What follows belongs to an exercise in optimizing a design on an open flow for small area and a short achievable clock period; a production flow would make more cautious choices. The RTL was checked by simulation tests, not by an equivalence proof against the original design. No activity file was given, so power comes from the tool's default toggle rates.

==> flow/design.v <==
module map_gauntlet (
    input  wire         clk,
    input  wire         rst,             
    input  wire         cmt_valid,
    input  wire [2:0]   cmt_index,
    input  wire [255:0] cmt_entry,
    output reg          cmt_ack,
    output reg  [2:0]   cmt_cause,       
    input  wire         req_valid,
    input  wire [63:0]  req_addr,
    input  wire [4:0]   req_part,
    input  wire [2:0]   req_type,        
    input  wire         req_mgmt,        
    input  wire         req_restrict,    
    output reg          rsp_valid,
    output reg  [1:0]   rsp_status,      
    output reg  [2:0]   rsp_cause,
    output reg  [2:0]   rsp_index,
    output reg  [2:0]   rsp_index2,
    output reg  [2:0]   rsp_kind,
    output reg  [12:0]  rsp_target,
    output reg  [1:0]   rsp_fwd,
    output reg  [14:0]  rsp_attr,
    output reg  [63:0]  rsp_addr
);
    localparam NENT = 8;
    localparam ST_HIT     = 2'd0;
    localparam ST_MISS    = 2'd1;
    localparam ST_OVERLAP = 2'd2;
    localparam ST_DENY    = 2'd3;
    localparam K_PORT   = 3'd0;
    localparam K_MCAST  = 3'd1;
    localparam K_ENGINE = 3'd2;
    localparam K_LOCAL  = 3'd3;
    localparam K_DROP   = 3'd4;
    integer i, j;
    function automatic gt6(input [5:0] x, input [5:0] c);
        integer k, m;
        reg r, e;
        begin
            r = 1'b0;
            for (k = 0; k < 6; k = k + 1) begin
                if (!c[k]) begin
                    e = x[k];
                    for (m = k + 1; m < 6; m = m + 1)
                        e = e & (x[m] == c[m]);
                    r = r | e;
                end
            end
            gt6 = r;
        end
    endfunction
    function automatic gt20(input [19:0] a, input [19:0] b);
        reg [31:0] g, e;
        integer w, k;
        begin
            g = 32'd0;
            e = {32{1'b1}};
            g[19:0] = a & ~b;
            e[19:0] = ~(a ^ b);
            for (w = 1; w < 32; w = w * 2)
                for (k = 0; k < 32; k = k + 2 * w) begin
                    g[k] = g[k + w] | (e[k + w] & g[k]);
                    e[k] = e[k + w] & e[k];
                end
            gt20 = g[0];
        end
    endfunction
    function automatic [51:0] add52(input [51:0] a, input [51:0] b);
        reg [63:0] g, p;
        reg [51:0] p0;
        integer w, k, t;
        begin
            g = 64'd0;
            p = 64'd0;
            g[51:0] = a & b;
            p[51:0] = a ^ b;
            p0 = a ^ b;
            for (w = 1; w < 64; w = w * 2)
                for (k = 0; k < 64; k = k + 1)
                    if (k & w) begin
                        t = (k & ~(w - 1)) - 1;    
                        g[k] = g[k] | (p[k] & g[t]);
                        p[k] = p[k] & p[t];
                    end
            add52 = p0 ^ {g[50:0], 1'b0};
        end
    endfunction
    wire        e_valid  = cmt_entry[0];
    wire [2:0]  e_kind   = cmt_entry[3:1];
    wire [5:0]  e_size   = cmt_entry[9:4];
    wire [1:0]  e_fwd    = cmt_entry[11:10];
    wire [51:0] e_base   = cmt_entry[63:12];
    wire [63:0] e_xlate  = cmt_entry[127:64];
    wire [12:0] e_target = cmt_entry[236:224];
    reg [39:0] e_pmask;
    always @(*)
        for (j = 0; j < 40; j = j + 1)
            e_pmask[j] = gt6(e_size, j + 12);
    wire f1 = !gt6(e_size, 6'd11) || gt6(e_size, 6'd52);
    wire f2 = (e_base[39:0] & e_pmask) != 40'd0;
    wire f3 = (e_kind > K_DROP) || (e_fwd == 2'b11);
    wire f4 = (e_kind == K_PORT && (e_target[6] || e_target[12:11] != 2'b00))
           || (e_kind == K_LOCAL && e_target[12:3] != 10'd0);
    wire f5 = e_xlate[11:0] != 12'd0;
    wire f6 = (e_kind == K_ENGINE) && (e_size != 6'd16);
    wire [19:0] e_lo_a  = e_base[19:0] | e_pmask[19:0];
    wire        e_carry = gt20(e_xlate[31:12], ~e_lo_a);
    wire        f7 = (e_kind == K_LOCAL)
                  && ((e_base[51:20] != 32'd0) || (e_xlate[63:32] != 32'd0)
                      || gt6(e_size, 6'd32) || e_carry);
    wire chk_ok = !e_valid || !(f1 | f2 | f3 | f4 | f5 | f6 | f7);
    reg [2:0] chk_cause;
    always @(*) begin
        chk_cause = 3'd0;
        if (e_valid) begin
            if (f1)      chk_cause = 3'd1;
            else if (f2) chk_cause = 3'd2;
            else if (f3) chk_cause = 3'd3;
            else if (f4) chk_cause = 3'd4;
            else if (f5) chk_cause = 3'd5;
            else if (f6) chk_cause = 3'd6;
            else if (f7) chk_cause = 3'd7;
        end
    end
    reg         c_we;
    reg [2:0]   c_idx;
    reg [239:0] c_data;    
    always @(posedge clk) begin
        cmt_ack   <= cmt_valid && !rst;
        cmt_cause <= chk_cause;
        c_we      <= cmt_valid && !rst && chk_ok;
        c_idx     <= cmt_index;
        c_data    <= {cmt_entry[255:241], cmt_entry[236:128], cmt_entry[127:64+12],
                      cmt_entry[63:10], e_size - 6'd12, cmt_entry[3:0]};
    end
    reg         t_valid   [0:NENT-1];
    reg [2:0]   t_kind    [0:NENT-1];
    reg [5:0]   t_size    [0:NENT-1];    
    reg [1:0]   t_fwd     [0:NENT-1];
    reg [51:0]  t_base    [0:NENT-1];    
    reg [51:0]  t_xlate   [0:NENT-1];    
    reg [31:0]  t_visible [0:NENT-1];
    reg [31:0]  t_rd      [0:NENT-1];
    reg [31:0]  t_wr      [0:NENT-1];
    reg [12:0]  t_target  [0:NENT-1];
    reg [14:0]  t_attr    [0:NENT-1];    
    always @(posedge clk) begin
        for (i = 0; i < NENT; i = i + 1) begin
            if (rst)
                t_valid[i] <= 1'b0;
            else if (c_we && c_idx == i)
                t_valid[i] <= c_data[0];
        end
    end
    always @(posedge clk) begin
        for (i = 0; i < NENT; i = i + 1) begin
            if (c_we && c_idx == i) begin
                t_kind[i]    <= c_data[3:1];
                t_size[i]    <= c_data[9:4];
                t_fwd[i]     <= c_data[11:10];
                t_base[i]    <= c_data[63:12];
                t_xlate[i]   <= c_data[115:64];
                t_visible[i] <= c_data[147:116];
                t_rd[i]      <= c_data[179:148];
                t_wr[i]      <= c_data[211:180];
                t_target[i]  <= c_data[224:212];
                t_attr[i]    <= c_data[239:225];
            end
        end
    end
    reg         q_v;
    reg [63:0]  q_addr;
    reg [31:0]  q_part_oh;    
    reg [2:0]   q_type;
    reg         q_mgmt;
    reg         q_restrict;
    always @(posedge clk) begin
        q_v        <= req_valid && !rst;
        q_addr     <= req_addr;
        q_part_oh  <= 32'd1 << req_part;
        q_type     <= req_type;
        q_mgmt     <= req_mgmt;
        q_restrict <= req_restrict;
    end
    reg [NENT-1:0] hit;
    reg [NENT-1:0] e_rd, e_wr;
    reg [51:0]     mask;
    always @(*) begin
        for (i = 0; i < NENT; i = i + 1) begin
            for (j = 0; j < 52; j = j + 1)
                mask[j] = (j < 40) ? !gt6(t_size[i], j) : 1'b1;
            hit[i] = t_valid[i]
                   && ((q_addr[63:12] & mask) == t_base[i])
                   && (q_mgmt || (t_visible[i] & q_part_oh) != 32'd0);
            e_rd[i] = (t_rd[i] & q_part_oh) != 32'd0;
            e_wr[i] = (t_wr[i] & q_part_oh) != 32'd0;
        end
    end
    reg [2:0]  s_kind;
    reg [12:0] s_target;
    reg [1:0]  s_fwd;
    reg [14:0] s_attr;
    reg [51:0] s_xlate;
    reg        s_rd, s_wr;
    always @(*) begin
        s_kind = 3'd0; s_target = 13'd0; s_fwd = 2'd0; s_attr = 15'd0; s_xlate = 52'd0;
        s_rd = 1'b0; s_wr = 1'b0;
        for (i = 0; i < NENT; i = i + 1) begin
            s_kind   = s_kind   | ({3{hit[i]}}  & t_kind[i]);
            s_target = s_target | ({13{hit[i]}} & t_target[i]);
            s_fwd    = s_fwd    | ({2{hit[i]}}  & t_fwd[i]);
            s_attr   = s_attr   | ({15{hit[i]}} & t_attr[i]);
            s_xlate  = s_xlate  | ({52{hit[i]}} & t_xlate[i]);
            s_rd     = s_rd     | (hit[i] & e_rd[i]);
            s_wr     = s_wr     | (hit[i] & e_wr[i]);
        end
    end
    reg         p_v;
    reg [NENT-1:0] p_hit;
    reg [2:0]   p_kind;
    reg [12:0]  p_target;
    reg [1:0]   p_fwd;
    reg [14:0]  p_attr;
    reg [51:0]  p_xlate;
    reg         p_rd, p_wr;
    reg [63:0]  p_addr;
    reg [2:0]   p_type;
    reg         p_mgmt;
    reg         p_restrict;
    always @(posedge clk) begin
        p_v        <= q_v && !rst;
        p_hit      <= hit;
        p_kind     <= s_kind;
        p_target   <= s_target;
        p_fwd      <= s_fwd;
        p_attr     <= s_attr;
        p_xlate    <= s_xlate;
        p_rd       <= s_rd;
        p_wr       <= s_wr;
        p_addr     <= q_addr;
        p_type     <= q_type;
        p_mgmt     <= q_mgmt;
        p_restrict <= q_restrict;
    end
    reg [2:0] idx0, idx1;
    reg       p_none, p_multi;
    reg       seen;
    always @(*) begin
        idx0 = 3'd0;
        idx1 = 3'd0;
        for (i = NENT - 1; i >= 0; i = i - 1) begin
            if (p_hit[i]) begin
                idx1 = idx0;
                idx0 = i[2:0];
            end
        end
        p_none  = (p_hit == {NENT{1'b0}});
        p_multi = 1'b0;
        seen    = 1'b0;
        for (i = 0; i < NENT; i = i + 1) begin
            p_multi = p_multi | (seen & p_hit[i]);
            seen    = seen | p_hit[i];
        end
    end
    reg       deny;
    reg [2:0] deny_cause;
    always @(*) begin
        deny = 1'b0;
        deny_cause = 3'd0;
        if (!p_mgmt) begin
            case (p_type)
                3'd0, 3'd1: if (!p_wr) begin deny = 1'b1; deny_cause = 3'd1; end
                3'd2:       if (!p_rd) begin deny = 1'b1; deny_cause = 3'd0; end
                3'd3:       if (!p_rd && !p_wr) begin deny = 1'b1; deny_cause = 3'd2; end
                3'd4: begin
                    if (!p_rd && !p_wr) begin deny = 1'b1; deny_cause = 3'd2; end
                    else if (!p_rd)     begin deny = 1'b1; deny_cause = 3'd0; end
                    else if (!p_wr)     begin deny = 1'b1; deny_cause = 3'd1; end
                end
                default: ;
            endcase
        end
    end
    wire        one      = !p_none && !p_multi;
    wire [2:0]  eff_kind = (p_restrict && (p_kind == K_MCAST || p_kind == K_ENGINE)) ? K_DROP : p_kind;
    wire [51:0] xl_page  = add52(p_addr[63:12], p_xlate);
    wire [63:0] xl_addr  = (eff_kind == K_ENGINE) ? {48'd0, p_addr[15:0]}
                                                  : {xl_page, p_addr[11:0]};
    always @(posedge clk) begin
        rsp_valid  <= p_v && !rst;
        rsp_status <= p_none ? ST_MISS : p_multi ? ST_OVERLAP : deny ? ST_DENY : ST_HIT;
        rsp_cause  <= (one && deny) ? deny_cause : 3'd0;
        rsp_index  <= idx0;
        rsp_index2 <= p_multi ? idx1 : 3'd0;
        rsp_kind   <= one ? eff_kind : 3'd0;
        rsp_target <= one ? p_target : 13'd0;
        rsp_fwd    <= one ? p_fwd    : 2'd0;
        rsp_attr   <= one ? p_attr   : 15'd0;
        rsp_addr   <= (one && !deny) ? xl_addr : p_addr;
    end
endmodule
==> flow/run.sh <==
#!/bin/bash
# synth_recipe.tcl (not shown) runs the flow's synth.tcl, then flattens the netlist and writes it again
# the make line also repeats each setting of config.mk as NAME=value (left out here)
make -C /OpenROAD-flow-scripts/flow DESIGN_CONFIG=/design/flow/config.mk WORK_HOME=/design/flow/orfs CLKGATE_MAP_FILE= SYNTH_SCRIPT=/design/flow/synth_recipe.tcl finish
==> flow/config.mk <==
export PLATFORM = sky130hd
export DESIGN_NAME = map_gauntlet
export DESIGN_NICKNAME = map_gauntlet
export VERILOG_FILES = /design/flow/design.v
export SDC_FILE = /design/flow/constraint.sdc
export NUM_CORES = 4
export LEC_CHECK = 0
export CAP_MARGIN = 20
export CORE_MARGIN = 2
export CORE_UTILIZATION = 65
export SETUP_SLACK_MARGIN = 5
export SLEW_MARGIN = 20
==> flow/constraint.sdc <==
create_clock -name core_clock -period 10.0 [get_ports {clk}]
set_input_delay 2.0000 -clock core_clock [delete_from_list [all_inputs] [get_ports {clk}]]
set_output_delay 2.0000 -clock core_clock [all_outputs]
set_load 0.01 [all_outputs]
==> results of run 1 <==
==> registers in the layout, indices dropped and copies added (netlist names), 52 cells and up <==
name	count
q_addr	64
t_rd	256
t_wr	256
c_data	240
t_xlate	416
rsp_addr	64
p_xlate	52
t_target	104
t_visible	256
t_base	416
t_attr	120
p_addr	64
==> cells by family after synthesis <==
group / share of synthesized area [%]
flip-flops: 76.1
AO/OA/AOI/OAI: 11.0
AND/OR/NAND/NOR: 6.12
XOR/XNOR: 3.84
buffers and inverters: 1.72
adder cells (fa/ha/maj): 1.16
multiplexers: 0.0652
other: 0.00407
==> power breakdown <==
group          switching (mW)  internal [mW]  leakage (nW)
sequential              0.335           11.5          22.5
clock                    3.91           5.33          4.01
combinational           0.336          0.272          9.00
total                    4.58           17.1          35.5
==> critical path, stage by stage, from the launching register on <==
cell and delay [ps]:
edfxtp_1 780, nor2b_1 650, xnor2_1 190, nand4_1 380, or4_1 730, nor4_4 500
and4_4 650, buf_6 520, a221oi_1 160, nand3_1 240
==> cells in the final DEF, fill, tap and decap left out, types with 17 or more instances in the layout <==
cell	synthesis	layout
clkbuf_8	0	34
a21oi_1	123	123
nor2_1	137	128
and2_1	38	38
a211oi_1	26	26
nand3_1	244	243
nor3_1	62	59
a22o_1	165	165
o21a_1	17	17
clkinv_2	0	44
dfxtp_1	631	603
nor4_1	70	61
ha_1	74	73
clkdlybuf4s50_1	0	436
inv_1	64	65
bufinv_16	0	22
clkbuf_1	169	40
nand2b_1	29	27
nand3b_1	28	28
a21o_1	20	20
a31oi_1	20	20
a221oi_1	160	160
nand4_1	130	130
clkbuf_16	0	247
o211ai_1	88	88
clkinv_1	2	30
buf_4	17	74
o31ai_1	18	17
or3_1	24	24
nor2b_1	25	25
o21ai_0	183	183
xor2_1	190	190
a22oi_1	404	404
xnor2_1	214	214
nand2_1	156	154
edfxtp_1	1912	1912
dfxtp_2	0	28
==> area by class of cell <==
| cell class | count | share of cell area (%) |
|---|---|---|
| tap | 1890 | 2.21 |
| timing repair buffer | 535 | 4.93 |
| multi-input combinational | 2913 | 19.4 |
| clock buffer | 321 | 6.34 |
| sequential | 2543 | 65.6 |
| clock inverter | 125 | 1.28 |
| inverter | 67 | 0.239 |
| antenna | 15 | 0.0351 |
==> Yosys cell counts (15+ instances only) <==
library cell | n | area share (%)
ha_1 | 74 | 1.0
nor4_1 | 70 | 0.48
clkbuf_1 | 169 | 0.69
o31ai_1 | 18 | 0.15
buf_2 | 100 | 0.54
and3_1 | 17 | 0.12
xnor2_1 | 214 | 2.0
nor2b_1 | 25 | 0.17
o21ai_0 | 183 | 0.99
nand3b_1 | 28 | 0.23
nor2_1 | 137 | 0.56
or3_1 | 24 | 0.16
o21a_1 | 17 | 0.14
nand2b_1 | 29 | 0.20
nor3_1 | 62 | 0.34
or4_1 | 16 | 0.13
a211oi_1 | 26 | 0.21
a2111oi_0 | 18 | 0.17
o211ai_1 | 88 | 0.72
a21o_1 | 20 | 0.16
a31oi_1 | 20 | 0.14
nand4_1 | 130 | 0.88
nand3_1 | 244 | 1.3
edfxtp_1 | 1912 | 62
buf_4 | 17 | 0.14
xor2_1 | 190 | 1.8
and2_1 | 38 | 0.26
dfxtp_1 | 631 | 14
a22o_1 | 165 | 1.6
nand2_1 | 156 | 0.64
a22oi_1 | 404 | 3.3
buf_1 | 15 | 0.061
inv_1 | 64 | 0.26
a21oi_1 | 123 | 0.67
a221oi_1 | 160 | 1.5
or2_2 | 16 | 0.11
o41ai_1 | 16 | 0.15
==> routing by layer <==
| metal | global-route usage [%] | vias to the layer above | share of wire (%) |
|---|---|---|---|
| li1 | - | 24000 | - |
| met1 | 52.9 | 28600 | 36 |
| met2 | 57.1 | 4394 | 45 |
| met3 | 11.1 | 790 | 14 |
| met4 | 17.5 | 70 | 5.1 |
| met5 | 0 | - | 0.18 |
==> repair_timing <==
item / in CTS / in global routing
buffers inserted: 1 / 1
gates resized for setup: 37 / 30
pin swaps: 4 / 6
setup endpoints to repair: 56 / 52
cloned: 0 / 2
==> worst min-delay path by stage <==
stage	start	endpoint	slack, ps	cells after the start
floorplan	q_addr[0]$_DFF_P_	p_addr[0]$_DFF_P_	310	0
global placement	p_addr[1]$_DFF_P_	rsp_addr[1]$_DFF_P_	310	0
detailed placement	p_addr[3]$_DFF_P_	rsp_addr[3]$_DFF_P_	310	0
CTS	p_addr[3]$_DFF_P_	rsp_addr[3]$_DFF_P_	330	0
global route	p_addr[7]$_DFF_P_	rsp_addr[7]$_DFF_P_	330	0
finish	q_addr[4]$_DFF_P_	p_addr[4]$_DFF_P_	330	0
==> through the flow <==
step | hold WS (ps) | instance area (um^2) | std cells
6_report | 328 | 107000 | 8409
3_5_place_dp | 312 | 98400 | 7944
4_1_cts | 328 | 107000 | 8391
5_1_grt | 334 | 107000 | 8396
2_1_floorplan | 310 | 92100 | 5825
3_3_place_gp | 310 | 98400 | 7944
==> impl_metrics.json, run 1 <==
{
  "cts.clk_slew.worst_paths_ps": 70,
  "routed_wl_mm": 283,
  "drv_slew": 0,
  "area_growth_pct": 16.1,
  "netlist_instances": 5825,
  "clock_sinks": 2543,
  "fin_worst_skew_ps": 70.6,
  "nets": 6709,
  "tightest_slew_ps": 1260,
  "vias": 57800,
  "startpoint_type": "flop",
  "core_um2": 141000,
  "drt_iter0_drc": 9477,
  "hpwl_mm": 170,
  "syn_nets": 6242,
  "cts_root_buffer": "clkbuf_16",
  "gr-total-overflow": 0,
  "setup_viol": 0,
  "slew_headroom_pct": 16.0,
  "hold_violations": 0,
  "drcViolationCount": 0,
  "htreeDepth": 4,
  "antenna_found_initial": 69,
  "pin_count": 450,
  "yosys_register_bits": 2543,
  "hold_class": "reg2reg",
  "p_per_area_nw_per_um2": 203,
  "ctsHoldBuffers": 0,
  "vias_per_cell": 6.87,
  "regToRegSetupSlack_ps": 4930,
  "synth-edff-count": 1912,
  "fillCellCount": 8511,
  "synth_warnings": 12,
  "startpoint": "t_size[4][5]$_DFFE_PP_",
  "setup_tns_ps": 0,
  "ir_drop_mv": 0.173,
  "p_leak_nw": 35.5,
  "start_util_pct": 65.3,
  "die_h_um": 380,
  "synth_area_um2": 92100,
  "regArea_um2": 70100,
  "crit_required_ps": 10710,
  "ys_seq_area_share_pct": 76.1,
  "r2r_start": "t_size[4][5]$_DFFE_PP_",
  "crit_fanout": 51,
  "numCtsBuffers": 232,
  "setup_ws_ps": 4930,
  "path_class": "reg2reg",
  "r2r_cells": 9,
  "firstDrtPassIters": 6,
  "grt_max_degree": 137,
  "rsz0062_at_grt": "no",
  "fmax_mhz": 197,
  "synth_ff_type": "edfxtp_1",
  "multi_input_area_um2": 20700,
  "first_global_vias": 54400,
  "layout_min_cycle_time_ps": 5070,
  "port_buffers": 444,
  "drive_gt1_share_pct": 8.89,
  "synthArstFlopShare_pct": 0,
  "rows": 138,
  "gr-usage-all-layers_pct": 38.4,
  "die_w_um": 380,
  "place.gp.congestion": 0.961,
  "antenna_left": 0,
  "timing.rr.end": "p_xlate[41]$_DFF_P_",
  "insertion_delay_ps": 880,
  "die_area_um2": 145000,
  "dpl_worst_slack_ps": 2880,
  "ys_types": 87,
  "synth.avg_cell_area_um2": 15.8,
  "cts_buffer_depth": 3,
  "tritoncts": "yes",
  "status": "no timing/DRC/antenna violations",
  "crit_arrival_ps": 5780,
  "final_core_util_pct": 75.8,
  "grt_pass1_wl_mm": 392,
  "timing.final.crit_share_pct": 50.7,
  "cp-endpoint": "p_xlate[41]$_DFF_P_",
  "wl_per_cell_um": 33.7,
  "worstSetupEndpointType": "flop",
  "maxCapViolations": 0,
  "power_mw": 21.7
}
==> run 2, diff against run 1 <==
--- a/flow/design.v
+++ b/flow/design.v
@@ -110,29 +110,34 @@
                   && ((e_base[51:20] != 32'd0) || (e_xlate[63:32] != 32'd0)
                       || gt6(e_size, 6'd32) || e_carry);
-    wire chk_ok = !e_valid || !(f1 | f2 | f3 | f4 | f5 | f6 | f7);
-    reg [2:0] chk_cause;
+    reg [2:0] early;
     always @(*) begin
-        chk_cause = 3'd0;
+        early = 3'd0;
         if (e_valid) begin
-            if (f1)      chk_cause = 3'd1;
-            else if (f2) chk_cause = 3'd2;
-            else if (f3) chk_cause = 3'd3;
-            else if (f4) chk_cause = 3'd4;
-            else if (f5) chk_cause = 3'd5;
-            else if (f6) chk_cause = 3'd6;
-            else if (f7) chk_cause = 3'd7;
+            if (f1)      early = 3'd1;
+            else if (f3) early = 3'd3;
+            else if (f4) early = 3'd4;
+            else if (f5) early = 3'd5;
+            else if (f6) early = 3'd6;
         end
     end
-    reg         c_we;
+    reg         k_early_ok;     
+    reg [2:0]   k_early;
+    reg         k_f2;           
+    reg         k_f7;           
     reg [2:0]   c_idx;
     reg [239:0] c_data;    
     always @(posedge clk) begin
-        cmt_ack   <= cmt_valid && !rst;
-        cmt_cause <= chk_cause;
-        c_we      <= cmt_valid && !rst && chk_ok;
-        c_idx     <= cmt_index;
-        c_data    <= {cmt_entry[255:241], cmt_entry[236:128], cmt_entry[127:64+12],
-                      cmt_entry[63:10], e_size - 6'd12, cmt_entry[3:0]};
+        cmt_ack    <= cmt_valid && !rst;
+        k_early_ok <= cmt_valid && !rst && early == 3'd0;
+        k_early    <= early;
+        k_f2       <= e_valid && !f1 && f2;
+        k_f7       <= e_valid && early == 3'd0 && f7;
+        c_idx      <= cmt_index;
+        c_data     <= {cmt_entry[255:241], cmt_entry[236:128], cmt_entry[127:64+12],
+                       cmt_entry[63:10], e_size - 6'd12, cmt_entry[3:0]};
     end
+    always @(*)
+        cmt_cause = k_f2 ? 3'd2 : (k_early | {3{k_f7}});
+    wire c_we = k_early_ok && !k_f2 && !k_f7;
     reg         t_valid   [0:NENT-1];
     reg [2:0]   t_kind    [0:NENT-1];
==> flow/flow/run.sh (new file) <==
#!/bin/bash
# The standard layout, with timing repair aimed further below the clock
# period and resizing not limited to cells of the same footprint.
set -euo pipefail
bash standard.sh SETUP_SLACK_MARGIN=7 MATCH_CELL_FOOTPRINT=0 finish > standard_flow.log 2>&1
==> flow/standard.sh (new file) <==
#!/bin/bash
# synth_recipe.tcl (not shown) runs the flow's synth.tcl, then flattens the netlist and writes it again
# the make line also repeats each setting of config.mk as NAME=value (left out here)
make -C /OpenROAD-flow-scripts/flow DESIGN_CONFIG=/design/flow/config.mk WORK_HOME=/design/flow/orfs CLKGATE_MAP_FILE= SYNTH_SCRIPT=/design/flow/synth_recipe.tcl "${@:-finish}"
removed: flow/run.sh
==> run 2 against run 1 <==
Compared with the run above: maximum frequency rose by 35%; synthesized area barely moved; first-iteration DRC count rose by 22%; sequential share of layout area decreased by 4.5 points; non-clock buffer count increased by 425; worst setup slack improved by 1300 ps; final area grew 7.8%; combinational power up 23%; die area hardly changed; clock power about the same; via count up 10%; largest cell class unchanged; worst hold slack worse by 2.7 ps; critical path type is now reg2out.
==> impl_metrics.json, run 2 <==
{
  "status": "no timing/DRC/antenna violations",
  "drcViolationCount": 0,
  "yosys_register_bits": 2545,
  "gr-usage-met1_pct": 58.6,
  "syn_nets": 6264,
  "netlist_instances": 5847,
  "hpwl_mm": 173,
  "gr-usage-all-layers_pct": 44.9,
  "fin_hold_ws_ps": 325,
  "vias": 63800,
  "synth-edff-count": 1912,
  "setup_tns_ps": 0,
  "nets": 7169,
  "clock_sinks": 2545,
  "gr-total-overflow": 0,
  "slew_headroom_pct": 18.3,
  "die_area_um2": 145000,
  "final_common_cell": "edfxtp_1",
  "startpoint_type": "flop",
  "insertion_delay_ps": 880,
  "grt_pass1_wl_mm": 451,
  "numCtsBuffers": 231,
  "die_w_um": 380,
  "crit_fanout": 4,
  "cts.clk_slew.worst_paths_ps": 70,
  "rsz0062_at_grt": "yes",
  "final_cell_mix": "1912 x edfxtp_1, 513 x dfxtp_1, 294 x clkbuf_16",
  "antenna_left": 0,
  "ctsHoldBuffers": 0,
  "ys_seq_area_share_pct": 76.1,
  "p_leak_nw": 39.6,
  "grt_use_met3_pct": 13.0,
  "reg_top3": "t_base x416, t_xlate x416",
  "timing.final.crit_share_pct": 37.7,
  "grt_max_degree": 115,
  "drt_iter0_drc": 11600,
  "final_cells": 8879,
  "top_usage_layer": "met2",
  "synth_top_area_share_pct": 62.4,
  "layout_min_cycle_time_ps": 3770,
  "ys_types": 85,
  "fin_worst_skew_ps": 68.7,
  "worstSetupEndpointType": "output port",
  "ir_drop_mv": 0.185,
  "regToRegSetupSlack_ps": 6500,
  "synth_area_um2": 92100,
  "synth.largest_area_cell": "edfxtp_1",
  "maxCapViolations": 0,
  "synth.avg_cell_area_um2": 15.7,
  "synth_common_cells": "1912 x edfxtp_1, 633 x dfxtp_1, 365 x a22oi_1",
  "dp.cells": 7993,
  "hold_class": "reg2reg",
  "start_util_pct": 65.3,
  "die_h_um": 380,
  "tritoncts": "yes",
  "use_met2_pct": 66.4,
  "first_global_vias": 59700,
  "place.gp.congestion": 0.971,
  "cts_buffer_depth": 3,
  "rows": 138,
  "firstDrtPassIters": 10,
  "setup_viol": 0,
  "antenna_found_initial": 50,
  "core_um2": 141000,
  "drive_gt1_share_pct": 22.4,
  "tightest_slew_ps": 1220,
  "p_per_area_nw_per_um2": 189,
  "netlist_top_cells_area": "edfxtp_1 62%, dfxtp_1 14%, a22oi_1 3.0%, xnor2_1 2.0%, xor2_1 1.8%",
  "pin_count": 450,
  "yosysMostFrequentCell": "edfxtp_1",
  "port_buffers": 444,
  "crit_required_ps": 8000,
  "routed_wl_mm": 339,
  "drv_slew": 0,
  "synthArstFlopShare_pct": 0,
  "area_growth_pct": 25.1,
  "synth_ff_type": "edfxtp_1",
  "design_area_um2": 115000,
  "htreeDepth": 4,
  "vias_per_cell": 7.19,
  "fmax_mhz": 266,
  "path_class": "reg2out",
  "placed_area_um2": 98600,
  "wl_per_cell_um": 38.2,
  "cts_root_buffer": "clkbuf_16",
  "crit_arrival_ps": 1770,
  "hold_violations": 0,
  "synth_warnings": 12
}
==> run 2: cell types whose count changed after synthesis, sizes merged, moves of 14 or more <==
cell,change
nand2,+43
a221oi,+18
a22o,+14
buf,-29
nand3,-20
clkbuf,+21
a22oi,-39
nor2,+15
==> run 2: layer usage <==
| metal | wire (um) | vias up |
|---|---|---|
| li1 | - | 25000 |
| met5 | 403 | - |
| met3 | 51500 | 1432 |
| met1 | 110000 | 31100 |
| met2 | 148000 | 6246 |
| met4 | 28900 | 36 |
==> run 2: area by class of cell <==
class / instances / area (um^2)
inverters: 67 / 288
flip-flops and latches: 2545 / 70300
well taps: 1890 / 2360
diodes: 29 / 72.6
repair buffers: 960 / 10900
clock buffers: 332 / 6900
clock inverters: 109 / 1070
repair inverters: 1 / 7.51
multi-input cells: 2946 / 23300
fillers: 7243 / 25900
==> run 2: report_power, final <==
part | internal, mW | total [mW] | switching (mW)
logic | 0.313 | 0.747 | 0.434
clock network | 5.16 | 9.21 | 4.05
registers | 11.5 | 11.8 | 0.301
==> run 2: repair_timing <==
item	CTS	global route
cloned	66	8
gates resized for setup	1119	358
setup endpoints to repair	1621	749
pin swaps	207	163
buffers inserted	266	76
==> run 2: critical path, cell delays in order (launching register included) <==
cell and delay, ps:
dfxtp_2 350, or3_4 410, buf_6 140
==> run 2: final timing paths <==
kind                 startpoint             endpoint  cells after the start
max                k_f7$_DFF_P_         cmt_cause[1]                      2
min reg2reg   q_addr[3]$_DFF_P_    p_addr[3]$_DFF_P_                      0
min           q_addr[3]$_DFF_P_    p_addr[3]$_DFF_P_                      0
max reg2reg  q_addr[42]$_DFF_P_  p_target[5]$_DFF_P_                     12
==> run 2: kinds of logic after synthesis <==
group,count (synthesis),synth area share (%)
buffers and inverters,362,1.62
AND/OR/NAND/NOR,1064,6.10
other,1,0.00407
flip-flops,2545,76.1
AO/OA/AOI/OAI,1387,11.1
adder cells (fa/ha/maj),82,1.16
XOR/XNOR,402,3.82
multiplexers,4,0.0448
==> run 2: stage by stage <==
stage	power, mW	worst slack, ps	utilization [%]
after floorplan	12.1	2910	-
after global placement	12.6	4640	69.9
after detailed placement	12.6	4620	69.9
after CTS	21.5	6220	79.8
after global routing	22.1	6220	81.6
final	21.8	6230	81.7
==> run 3, diff against run 2 <==
--- a/flow/design.v
+++ b/flow/design.v
@@ -121,23 +121,24 @@
         end
     end
-    reg         k_early_ok;     
-    reg [2:0]   k_early;
+    wire f2_first = e_valid && !f1 && f2;                    
+    wire f7_first = e_valid && early == 3'd0 && !f2 && f7;   
+    reg [NENT-1:0] k_early_ok;   
+    reg [2:0]   k_cause;        
     reg         k_f2;           
     reg         k_f7;           
-    reg [2:0]   c_idx;
     reg [239:0] c_data;    
     always @(posedge clk) begin
         cmt_ack    <= cmt_valid && !rst;
-        k_early_ok <= cmt_valid && !rst && early == 3'd0;
-        k_early    <= early;
-        k_f2       <= e_valid && !f1 && f2;
-        k_f7       <= e_valid && early == 3'd0 && f7;
-        c_idx      <= cmt_index;
+        for (i = 0; i < NENT; i = i + 1)
+            k_early_ok[i] <= cmt_valid && !rst && early == 3'd0 && cmt_index == i;
+        k_cause    <= f2_first ? 3'd2 : early;
+        k_f2       <= f2_first;
+        k_f7       <= f7_first;
         c_data     <= {cmt_entry[255:241], cmt_entry[236:128], cmt_entry[127:64+12],
                        cmt_entry[63:10], e_size - 6'd12, cmt_entry[3:0]};
     end
     always @(*)
-        cmt_cause = k_f2 ? 3'd2 : (k_early | {3{k_f7}});
-    wire c_we = k_early_ok && !k_f2 && !k_f7;
+        cmt_cause = k_cause | {3{k_f7}};
+    wire [NENT-1:0] c_we = k_early_ok & {NENT{!k_f2 && !k_f7}};
     reg         t_valid   [0:NENT-1];
     reg [2:0]   t_kind    [0:NENT-1];
@@ -155,5 +156,5 @@
             if (rst)
                 t_valid[i] <= 1'b0;
-            else if (c_we && c_idx == i)
+            else if (c_we[i])
                 t_valid[i] <= c_data[0];
         end
@@ -161,5 +162,5 @@
     always @(posedge clk) begin
         for (i = 0; i < NENT; i = i + 1) begin
-            if (c_we && c_idx == i) begin
+            if (c_we[i]) begin
                 t_kind[i]    <= c_data[3:1];
                 t_size[i]    <= c_data[9:4];
==> flow/flow/run.sh (replaced) <==
#!/bin/bash
# The standard layout with these changes: timing repair aimed further below
# the clock period, resizing not limited to cells of the same footprint,
# buf_2 as the port buffers, and larger clock-tree sink clusters.
set -euo pipefail
bash standard.sh \
  SETUP_SLACK_MARGIN=6.6 \
  MATCH_CELL_FOOTPRINT=0 \
  "BUFFER_PORTS_ARGS=-buffer_cell sky130_fd_sc_hd__buf_2" \
  CTS_CLUSTER_SIZE=20 \
  CTS_CLUSTER_DIAMETER=100 \
  finish > standard_flow.log 2>&1
==> run 3 against run 2 <==
Compared with the run above: final area shrank 8.5%; core utilization shrank 7.0 points; cell count shrank 2.9%; maximum frequency grew 4.5%; synthesized area is essentially flat; largest power group unchanged; non-clock buffer count shrank 130; sequential power is essentially flat; power shrank 14%; worst hold slack lost 2.9 ps; global-route usage shrank 4.2 points; sequential share of layout area grew 5.7 points; via count shrank 6.5%.
==> impl_metrics.json, run 3 <==
{
  "yosys_register_bits": 2549,
  "start_util_pct": 65.3,
  "gr-usage-all-layers_pct": 40.6,
  "fin_hold_ws_ps": 322,
  "yosysMostFrequentCell": "edfxtp_1",
  "placed_area_um2": 96500,
  "ys_seq_area_share_pct": 76.2,
  "crit_required_ps": 10680,
  "fin_worst_skew_ps": 41.2,
  "core_um2": 141000,
  "numCtsBuffers": 145,
  "synth_common_cells": "1912 x edfxtp_1, 637 x dfxtp_1, 425 x a22oi_1",
  "synth.largest_area_cell": "edfxtp_1",
  "vias_per_cell": 6.92,
  "crit_chain": "buf_12 -> ha_4 -> ha_2 -> or2_4 -> a21o_1 -> or2_4 -> ha_4 -> nand4_1 -> a211o_1 -> a31o_2 -> a311oi_1",
  "ir_drop_mv": 0.200,
  "final_cell_mix": "1912 x edfxtp_1, 577 x dfxtp_1, 434 x buf_2",
  "slowest_delay_ps": 290,
  "crit_arrival_ps": 4290,
  "final_cells": 8620,
  "layout_min_cycle_time_ps": 3610,
  "hpwl_mm": 171,
  "cts_buffer_depth": 3,
  "timing.final.crit_share_pct": 36.1,
  "netlist_instances": 5884,
  "dpl_worst_slack_ps": 4440,
  "antenna_left": 0,
  "netlist_top_cells_area": "edfxtp_1 62%, dfxtp_1 14%, a22oi_1 3.5%, xor2_1 2.1%, xnor2_1 1.9%",
  "setup_tns_ps": 0,
  "fillCellCount": 8811,
  "cts_root_buffer": "clkbuf_16",
  "clock_sinks": 2549,
  "rows": 138,
  "vias": 59700,
  "crit_fanout": 19,
  "antenna_found_initial": 70,
  "seq_power_share_pct": 63.3,
  "die_area_um2": 145000,
  "nets": 6992,
  "final_core_util_pct": 74.7,
  "syn_nets": 6301,
  "design_area_um2": 105000,
  "slew_headroom_pct": 20.3,
  "drt_iter0_drc": 10900,
  "status": "no timing/DRC/antenna violations",
  "synth.avg_cell_area_um2": 15.7,
  "dp.cells": 8028,
  "pin_count": 450,
  "drcViolationCount": 0,
  "grt_max_degree": 148,
  "pwr-share-comb_pct": 3.3,
  "clock_power_share_pct": 33.4,
  "port_buffers": 444,
  "reg_top3": "t_base x416, t_xlate x416",
  "switching_power_mw": 4.09,
  "place.gp.congestion": 0.956,
  "drive_gt1_share_pct": 18.4,
  "setup_ws_ps": 6390,
  "synthArstFlopShare_pct": 0,
  "wl_per_cell_um": 35.4,
  "synth_warnings": 12,
  "startpoint_type": "input pin",
  "maxCapViolations": 0,
  "firstDrtPassIters": 9,
  "power_mw": 18.7,
  "synth-edff-count": 1912,
  "first_global_vias": 55100,
  "setup_viol": 0,
  "fmax_mhz": 277,
  "insertion_delay_ps": 810,
  "hold_class": "reg2reg",
  "htreeDepth": 4,
  "ys_types": 89,
  "rsz0062_at_grt": "yes",
  "die_h_um": 380,
  "p_per_area_nw_per_um2": 177,
  "gr-total-overflow": 0,
  "die_w_um": 380,
  "synth_ff_type": "edfxtp_1",
  "crit_path_top_delay_cell": "a311oi_1",
  "routed_wl_mm": 305,
  "p_leak_nw": 35.8,
  "synth_top_area_share_pct": 62.3,
  "area_growth_pct": 14.4,
  "grt_pass1_wl_mm": 410,
  "final_common_cell": "edfxtp_1",
  "tritoncts": "yes",
  "hold_violations": 0,
  "worstSetupEndpointType": "flop",
  "cts.clk_slew.worst_paths_ps": 90,
  "internal_power_mw": 14.6,
  "sw_frac_of_total_pct": 21.9,
  "synth_area_um2": 92100,
  "tightest_slew_ps": 1190,
  "path_class": "in2reg",
  "drv_slew": 0
}
## run 3: changes by cell type after synthesis, moves of 26 or more
cell	change
a221oi_1	-112
nand2_1	+109
a22o_1	-107
a222oi_1	+88
nand4_1	+82
nand3_1	-63
a22oi_1	+60
xor2_1	+31
and3_1	+29
o211ai_1	-26
## run 3: final timing paths
path / cells after the start / endpoint / from / slack [ps]
max: 11 / k_f7$_DFF_P_ / cmt_entry[6] / 6390
min: 0 / p_type[2]$_DFF_P_ / q_type[2]$_DFF_P_ / 320
max reg2reg: 10 / p_wr$_DFF_P_ / q_part_oh[28]$_SDFF_PN0_ / 6420
min reg2reg: 0 / p_type[2]$_DFF_P_ / q_type[2]$_DFF_P_ / 320
## run 3: area by class of cell
class,instances,area (um^2),share of cell area [%]
repair buffers,830,6580,6.24
diodes,33,82.6,0.0784
well taps,1890,2360,2.24
multi-input cells,2993,21500,20.4
clock inverters,14,260,0.247
inverters,56,229,0.217
flip-flops and latches,2549,70300,66.7
clock buffers,255,4080,3.88
## run 3: cells by family (layout without fill, tap and decap cells)
group	Yosys count	after routing	share of synthesized area, %
compound gates	1233	1233	9.89
fa+ha+maj	83	83	1.17
mux	15	15	0.167
buf+inv	349	1155	1.55
flops	2549	2549	76.2
other cells	1	34	0.00407
xor+xnor	422	422	4.01
simple gates	1232	1239	7.03
## run 3: routing by layer
metal	global-route usage [%]	part of all wire (%)	vias up
met5	0	0.16	-
met1	54.5	35	29400
met2	61.1	45	4836
li1	-	-	24500
met3	13.1	15	883
met4	18.8	5.5	74
## run 3: power by group through the flow
stage               logic (mW)  registers [mW]  clock network [mW]
floorplan                0.264            11.9                   0
global placement         0.522            12.0                   0
detailed placement       0.529            12.0                   0
CTS                      0.579            11.8                6.21
global route             0.636            11.8                6.59
finish                   0.612            11.8                6.24
## run 3: critical path: cells and delay by family
| family | cells | cell delay [ps] |
|---|---|---|
| AND/OR/NAND/NOR | 3 | 590 |
| AO/OA/AOI/OAI | 4 | 920 |
| adder cells (fa/ha/maj) | 3 | 630 |
| buffers and inverters | 1 | 140 |
## run 3: repair_timing
item                       CTS  global route
hold buffers                 0             0
gates cloned                26            25
buffers inserted           188            51
setup endpoints to repair  615           292
pin swaps                   51            56
gates resized for setup    312           100
==> run 4, diff against run 3 <==
--- a/flow/flow/run.sh
+++ b/flow/flow/run.sh
@@ -8,5 +8,5 @@
   MATCH_CELL_FOOTPRINT=0 \
   "BUFFER_PORTS_ARGS=-buffer_cell sky130_fd_sc_hd__buf_2" \
-  CTS_CLUSTER_SIZE=20 \
+  CTS_CLUSTER_SIZE=25 \
   CTS_CLUSTER_DIAMETER=100 \
   finish > standard_flow.log 2>&1
==> run 4 against run 3 <==
Compared with the run above: non-clock buffer count is 18 higher; final area is 0.93% lower; cell count is 0.45% lower; global-route usage is 0.30 points lower; power is 4.9% lower; synthesized cell count stayed put; core utilization is 0.70 points lower; flip-flop and latch count stayed put; register-to-register slack worse by 30 ps; critical endpoint is now p_xlate[38]$_DFF_P_; largest power group unchanged.
==> impl_metrics.json, run 4 <==
{
  "r2r_cells": 12,
  "p_leak_nw": 35.4,
  "cp_num_buf_inv": 4,
  "grt_max_degree": 148,
  "die_area_um2": 145000,
  "start_util_pct": 65.3,
  "synth_warnings": 12,
  "setup_tns_ps": 0,
  "rsz0062_at_grt": "yes",
  "rows": 138,
  "vias_per_cell": 6.96,
  "drive_gt1_share_pct": 18.1,
  "synth_top_area_share_pct": 62.3,
  "insertion_delay_ps": 810,
  "synth_common_cells": "1912 x edfxtp_1, 637 x dfxtp_1, 425 x a22oi_1",
  "die_h_um": 380,
  "hpwl_mm": 171,
  "final_common_cell": "edfxtp_1",
  "antenna_found_initial": 74,
  "dpl_worst_slack_ps": 4440,
  "crit_path_top_delay_cell": "edfxtp_1",
  "ys_seq_area_share_pct": 76.2,
  "cts_buffer_depth": 3,
  "reg_top3": "t_base x416, t_xlate x416",
  "die_w_um": 380,
  "gr-usage-all-layers_pct": 40.3,
  "setup_viol": 0,
  "crit_required_ps": 10690,
  "crit_arrival_ps": 4300,
  "whs_path_depth": 0,
  "p_per_area_nw_per_um2": 170,
  "first_global_vias": 54700,
  "drv_slew": 0,
  "status": "no timing/DRC/antenna violations",
  "hold_class": "reg2reg",
  "ys_types": 89,
  "regToRegSetupSlack_ps": 6390,
  "synth_ff_type": "edfxtp_1",
  "crit_chain": "buf_4 -> buf_4 -> nor2_1 -> o211ai_1 -> xnor2_1 -> a2111oi_0 -> nand4_1 -> nor4_4 -> clkbuf_16 -> buf_16 -> a22oi_1 -> nand4_1",
  "cp_top_family": "simple AND/OR/NAND/NOR gates",
  "antenna_left": 0,
  "wl_per_cell_um": 35.4,
  "min_to": "p_type[2]$_DFF_P_",
  "netlist_instances": 5884,
  "area_growth_pct": 13.4,
  "gr-total-overflow": 0,
  "synth.avg_cell_area_um2": 15.7,
  "timing.final.crit_share_pct": 36.1,
  "maxCapViolations": 0,
  "netlist_top_cells_area": "edfxtp_1 62%, dfxtp_1 14%, a22oi_1 3.5%, xor2_1 2.1%, xnor2_1 1.9%",
  "routed_wl_mm": 304,
  "ir_drop_mv": 0.195,
  "cts_root_buffer": "clkbuf_16",
  "hold_violations": 0,
  "yosysMostFrequentCell": "edfxtp_1",
  "synthArstFlopShare_pct": 0,
  "synth-edff-count": 1912,
  "timing.rr.end": "p_xlate[38]$_DFF_P_",
  "grt_pass1_wl_mm": 408,
  "synth.largest_area_cell": "edfxtp_1",
  "synth_area_um2": 92100,
  "hp-start": "q_type[2]$_DFF_P_",
  "numCtsBuffers": 111,
  "core_um2": 141000,
  "firstDrtPassIters": 7,
  "crit_fanout": 17,
  "tritoncts": "yes",
  "final_core_util_pct": 74.0,
  "syn_nets": 6301,
  "port_buffers": 444,
  "layout_min_cycle_time_ps": 3610,
  "slew_headroom_pct": 20.2,
  "path_class": "reg2reg",
  "worstSetupEndpointType": "flop",
  "r2r_start": "t_size[5][1]$_DFFE_PP_",
  "ctsHoldBuffers": 0,
  "slowest_delay_ps": 510,
  "cts.clk_slew.worst_paths_ps": 100,
  "drt_iter0_drc": 10700,
  "fin_worst_skew_ps": 42.9,
  "clock_sinks": 2549,
  "vias": 59700,
  "drcViolationCount": 0,
  "setup_ws_ps": 6390,
  "fmax_mhz": 277,
  "place.gp.congestion": 0.956,
  "nets": 6975,
  "final_cell_mix": "1912 x edfxtp_1, 578 x dfxtp_1, 434 x buf_2",
  "tightest_slew_ps": 1200,
  "pin_count": 450,
  "htreeDepth": 3,
  "startpoint_type": "flop",
  "yosys_register_bits": 2549
}
[run 4: layer usage]
layer	vias to the layer above	part of all wire (%)	routed length (um)	track usage (%)
met5	-	0.15	447	0
met4	68	5.7	17300	19.7
met3	891	15	45200	12.7
met2	4972	45	135000	59.9
li1	24400	-	-	-
met1	29400	35	105000	54.5
[run 4: how the worst max path moves through the flow]
stage                                 from                      end  slack (ps)  depth (start not counted)
floorplan                     k_f7$_DFF_P_  t_valid[0]$_SDFFE_PP0P_        5910                          4
global placement              cmt_entry[9]             k_f7$_DFF_P_        4460                         11
detailed placement            cmt_entry[9]             k_f7$_DFF_P_        4440                         11
CTS                           k_f7$_DFF_P_             cmt_cause[0]        6410                          2
global route                  cmt_entry[6]             k_f7$_DFF_P_        6380                         11
finish              t_size[5][1]$_DFFE_PP_      p_xlate[38]$_DFF_P_        6390                         12
[run 4: where the power goes]
part	leakage (nW)	switching [mW]	total, mW	internal [mW]
Combinational	11.3	0.393	0.625	0.233
Clock	1.52	3.18	5.32	2.14
Sequential	22.5	0.290	11.8	11.5
[run 4: kinds of logic after synthesis]
| group | after synthesis | share of synthesized area [%] |
|---|---|---|
| compound gates | 1233 | 9.89 |
| xor+xnor | 422 | 4.01 |
| fa+ha+maj | 83 | 1.17 |
| buf+inv | 349 | 1.55 |
| flops | 2549 | 76.2 |
| mux | 15 | 0.167 |
| other cells | 1 | 0.00407 |
| simple gates | 1232 | 7.03 |
[run 4: repair_timing]
| action | 4_1_cts | 5_1_grt |
|---|---|---|
| pin swaps | 41 | 54 |
| buffers inserted | 178 | 80 |
| gates resized for setup | 309 | 98 |
| cloned | 26 | 23 |
| setup endpoints to repair | 630 | 285 |
[run 4: cell type report]
type                       count  area [um^2]
timing repair buffer         848         6710
clock inverter                 5         93.8
inverter                      56          229
fill                        8940        36700
multi-input combinational   2992        21500
antenna                       37         92.6
clock buffer                 204         3130
sequential                  2549        70300
tap                         1890         2360
[run 4: metrics by stage]
step                      std cells  hold WS, ps  cell area (um^2)  power (mW)
after floorplan                5884          310             92200        12.1
after global placement         8028          310             96500        12.6
final                          8581          328            104000        17.7
after CTS                      8441          331            103000        17.7
after global routing           8557          339            104000        18.1
after detailed placement       8028          313             96500        12.6

-- afterwards: timing with drivers on the ports --
The results above use ideal ports. As a check the final layouts listed here were re-extracted and re-timed, cells and wires unchanged.
Step 1 assumes that a clkbuf_16 drives the clock port and a buf_2 every other input.
Step 2 times the ports against the registers' clock, not the clock port: input delays grow and output delays shrink by t, the midpoint of the rising clock arrivals with the driver on.
Slacks: ideal ports / drivers / drivers and shift; pairs: ideal ports / drivers.
run	t (ns)	slack for setup (ns)	latest minus earliest clock arrival (ns)	worst register clock-pin slew, ns
run 1	0.930	4.932 / 4.932 / 4.136	0.071 / 0.071	0.07 / 0.07
run 2	0.927	6.234 / 6.148 / 5.668	0.069 / 0.069	0.08 / 0.08
run 3	0.881	6.395 / 6.319 / 5.438	0.041 / 0.041	0.10 / 0.10
run 4	0.877	6.389 / 6.328 / 5.451	0.047 / 0.046	0.11 / 0.11
After both steps every run listed still meets setup and hold. The setup slack of run 3, which loses most, moves by -0.076 ns with the drivers and by -0.957 ns with both steps.
